Context: an optimization exercise on an open-source flow, tuned for small area and a short achievable clock period. The choices shown serve that exercise and are no tape-out recipe.
At most, simulation tests tie the RTL to the original design; equivalence was not proved.

==> flow/design.v (excerpt) <==
module ct_time_core (
  input  wire        clk,
  input  wire        rst,
  input  wire        cmd_valid,
  input  wire [2:0]  cmd_op,
  input  wire [95:0] cmd_data,
  output reg         resp_valid,
  output reg  [1:0]  resp_status,
  output wire [47:0] time_sec,
  output wire [29:0] time_ns,
  output wire [31:0] time_frac,
  output wire [63:0] linear_ns,
  output wire [15:0] linear_frac,
  output wire [47:0] rate_adj,
  output wire [47:0] rate_total,
  output wire [47:0] slew_limit,
  output wire [63:0] slew_remain,
  output wire [2:0]  status,
  output wire [3:0]  sticky,
  output wire [3:0]  cmp_armed,
  output wire [3:0]  cmp_fire
);
  localparam [2:0] OP_STICKY_CLR = 3'd0;
  localparam [2:0] OP_LOAD       = 3'd1;
  localparam [2:0] OP_RATE_SET   = 3'd2;
  localparam [2:0] OP_SLEW_LIMIT = 3'd3;
  localparam [2:0] OP_PHASE_ADJ  = 3'd4;
  localparam [2:0] OP_STEP       = 3'd5;
  localparam [2:0] OP_CMP_ARM    = 3'd6;
  localparam [2:0] OP_CMP_DISARM = 3'd7;
  localparam [1:0] ST_OK    = 2'd0;
  localparam [1:0] ST_RANGE = 2'd1;
  localparam [1:0] ST_BUSY  = 2'd2;
  localparam [29:0] NS_PER_SEC = 30'd1000000000;
  localparam [29:0] NS_NEG     = 30'd73741824;              
  localparam [38:0] RMAX       = 39'd56294995342;           
  localparam [34:0] SL_MIN     = 35'd28147;
  localparam [34:0] SL_MAX     = 35'd28147497671;
  ...
Size in the first run: about 520 I/O pins, about 88,000 µm² of cells after synthesis.
Settings: LEC_CHECK=0, CAP_MARGIN=20, CORE_MARGIN=2, CORE_UTILIZATION=45, PLACE_DENSITY=0.75, SLEW_MARGIN=20; clock period 30.0 ns.
standard.sh (not shown) runs the stock make flow with config.mk's settings and CLKGATE_MAP_FILE= SYNTH_SCRIPT=/design/flow/synth_recipe.tcl, a recipe that flattens the netlist after the stock synthesis.
==> flow/flow/run.sh <==
#!/bin/bash
# Layout flow: the standard ORFS flow (standard synthesis unchanged), with
# the setup repair of floorplan, CTS and global routing asked to leave 16.5 ns of
# setup slack at the design's 30 ns clock, so that it works on the paths that
# set the achieved period. The clock, constraints and all other settings are
# the standard flow's. make's full output goes to flow_make.log; ORFS keeps each step's
# own log under orfs/logs/.
set -euo pipefail
bash standard.sh SETUP_SLACK_MARGIN=16.5 finish > flow_make.log 2>&1
The first run passed the timing, DRC and antenna checks.
Rerun with:
--- a/flow/flow/run.sh
+++ b/flow/flow/run.sh
@@ -3 +3 @@
-# the setup repair of floorplan, CTS and global routing asked to leave 16.5 ns of
+# the setup repair of floorplan, CTS and global routing asked to leave 17 ns of
@@ -9 +9 @@
-bash standard.sh SETUP_SLACK_MARGIN=16.5 finish > flow_make.log 2>&1
+bash standard.sh SETUP_SLACK_MARGIN=17 finish > flow_make.log 2>&1
- CORE_UTILIZATION: 45 -> 30
- PLACE_DENSITY: 0.75 -> default
Outcome:
- cell area rises by about 3%
- global-route usage falls by 13 points
- clock skew falls by 0.032 ns
- wire length rises by 2.2%
- utilization falls by 17 points
- cell count rises by 11%
- worst hold slack loses 0.021 ns
Rerun with:
==> flow/run.sh (new file) <==
#!/bin/bash
# synth_recipe.tcl (not shown) runs the flow's synth.tcl, then flattens the netlist and writes it again
# the make line also repeats each setting of config.mk as NAME=value (left out here)
make -C /OpenROAD-flow-scripts/flow DESIGN_CONFIG=/design/flow/config.mk WORK_HOME=/design/flow/orfs CLKGATE_MAP_FILE= SYNTH_SCRIPT=/design/flow/synth_recipe.tcl finish
removed: flow/flow/run.sh
removed: flow/standard.sh
This time the run finished but fails on capacitance limit, slew limit.
Utilization went down by 1.4 points.
Worst hold slack degrades by 0.0031 ns.
Area after synthesis stays the same.
Setup slack degrades by 2.0 ns.
Clock-buffer cell count stays the same.

Setup of main:
Another version of the RTL of ct_time_core (not shown whole).
Size in the first run: ~9,300 cells after synthesis, ~620 flip-flops, about 520 I/O pins, about 83,000 um2 of cells after synthesis.
export LEC_CHECK = 0
export CAP_MARGIN = 20
export CORE_MARGIN = 2
export CORE_UTILIZATION = 55
export PLACE_DENSITY = 0.7
export SLEW_MARGIN = 20
create_clock -name core_clock -period 30.0 [get_ports {clk}]
run.sh (not shown) runs the stock make flow with config.mk's settings and CLKGATE_MAP_FILE= SYNTH_SCRIPT=/design/flow/synth_recipe.tcl, a recipe that flattens the netlist after the stock synthesis.
Stock flow here: none of the scripts above is used.
main: PASS, flow complete, no timing, DRC or antenna violations
For the feature branch, these inputs were changed with respect to main:
- a deleted PLACE_DENSITY that had been 0.7
- a change of CORE_UTILIZATION from 55 to 30
Critical path launch point = rem_q[72]$_SDFF_PP0_: the feature branch; critical path launch point = sec_q[10]$_SDFFE_PP0P_: main. Critical path depth (lower): main. The feature branch completed end to end with timing, DRC and antenna clean. [compare] base=main new=the feature branch: via count of the first global-routing pass decreased about 5%, sequential element share of the synthesized area essentially unchanged. Of the feature branch and main, it is the feature branch that has the lower initial cell density of the core. Diff main and the feature branch: cell row count higher in the feature branch.
No run of this note included a check of the RTL's function; only the layout flow was run.

## P
RTL: one of the versions met above, not the one the previous note started from.
For scale: roughly 660 flip-flops, about 520 I/O pins.
Settings: LEC_CHECK=0, CAP_MARGIN=20, CORE_MARGIN=2, CORE_UTILIZATION=45, PLACE_DENSITY=0.75, SLEW_MARGIN=20; clock period 30.0 ns.
standard.sh (not shown) runs the stock make flow with config.mk's settings and CLKGATE_MAP_FILE= SYNTH_SCRIPT=/design/flow/synth_recipe.tcl, a recipe that flattens the netlist after the stock synthesis.
==> flow/flow/run.sh <==
#!/bin/bash
# Layout flow: the standard ORFS flow (standard synthesis unchanged), with
# the setup repair of floorplan, CTS and global routing asked to leave 17.5 ns of
# setup slack at the design's 30 ns clock, so that it works on the paths that
# set the achieved period. The clock, constraints and all other settings are
# the standard flow's. make's full output goes to flow_make.log; ORFS keeps each step's
# own log under orfs/logs/.
set -euo pipefail
bash standard.sh SETUP_SLACK_MARGIN=17.5 finish > flow_make.log 2>&1
What Q does differently from P at the input level:
==> flow/flow/run.sh <==
#!/bin/bash
# Layout flow: the standard ORFS flow (standard synthesis unchanged), with
# the setup repair of floorplan, CTS and global routing asked to leave 17 ns of
# setup slack at the design's 30 ns clock, so that it works on the paths that
# set the achieved period. The clock, constraints and all other settings are
# the standard flow's. make's full output goes to flow_make.log; ORFS keeps each step's
# own log under orfs/logs/.
set -euo pipefail
bash standard.sh SETUP_SLACK_MARGIN=17 finish > flow_make.log 2>&1
==> notes.md <==
- Q did not stop at any stage, and its layout met the timing, DRC and antenna checks.
- In Q the via count of the first global-routing pass turned out 494 lower than in P.
- Delta(data arrival time at the worst-slack endpoint, Q - P) > 0
- Per the comparison of Q with P, met1 wire length now sits lower, initial antenna violation count decreased by 4.5% relative to the old numbers, final critical-path required period went up 0.041 ns, global-route wire length before repair has decreased, critical path depth fell by 1.
- Diff P -> Q: combined flip-flop and latch cell area ~0 delta, final area -about 2.5%.
- Comparing P and Q, the higher sequential share of layout area is on Q.

==> what the ideal ports hide <==
The flow's constraints put no driver on any port. The routed layouts listed below were extracted and timed again, unchanged, in two steps. Step 1, drivers: a clkbuf_16 drives clk and a buf_2 each remaining input, both assumed. Step 2, shift: input delay + t, output delay - t, t = (earliest + latest rising clock arrival at the registers) / 2. This alone moves slack from input paths to output paths. Slacks: ideal ports / drivers / drivers and shift; pairs: ideal ports / drivers.
| run | t (ns) | setup WS [ns] | clock arrival spread, ns | worst data-port slew with drivers (ns) | pins driven straight from the clock port |
|---|---|---|---|---|---|
| the first run of note 1 | 0.868 | 16.497 / 16.457 / 15.698 | 0.072 / 0.072 | 0.16 | 1 |
| the second run of note 1 | 0.841 | 16.619 / 16.519 / 16.367 | 0.040 / 0.040 | 0.20 | 1 |
| the third run of note 1 | 0.825 | 14.630 / 14.540 / 14.355 | 0.053 / 0.054 | 0.21 | 1 |
| main | 0.810 | 10.402 / 10.310 / 10.590 | 0.075 / 0.075 | 0.13 | 1 |
| the feature branch | 0.836 | 10.663 / 10.663 / 10.663 | 0.068 / 0.068 | 0.26 | 1 |
| P | 0.859 | 16.760 / 16.666 / 16.374 | 0.050 / 0.050 | 0.11 | 1 |
| Q | 0.826 | 16.719 / 16.632 / 16.052 | 0.079 / 0.079 | 0.11 | 1 |
For the first run of note 1, which loses most, drivers alone change the setup slack by -0.040 ns; drivers and shift together by -0.799 ns.
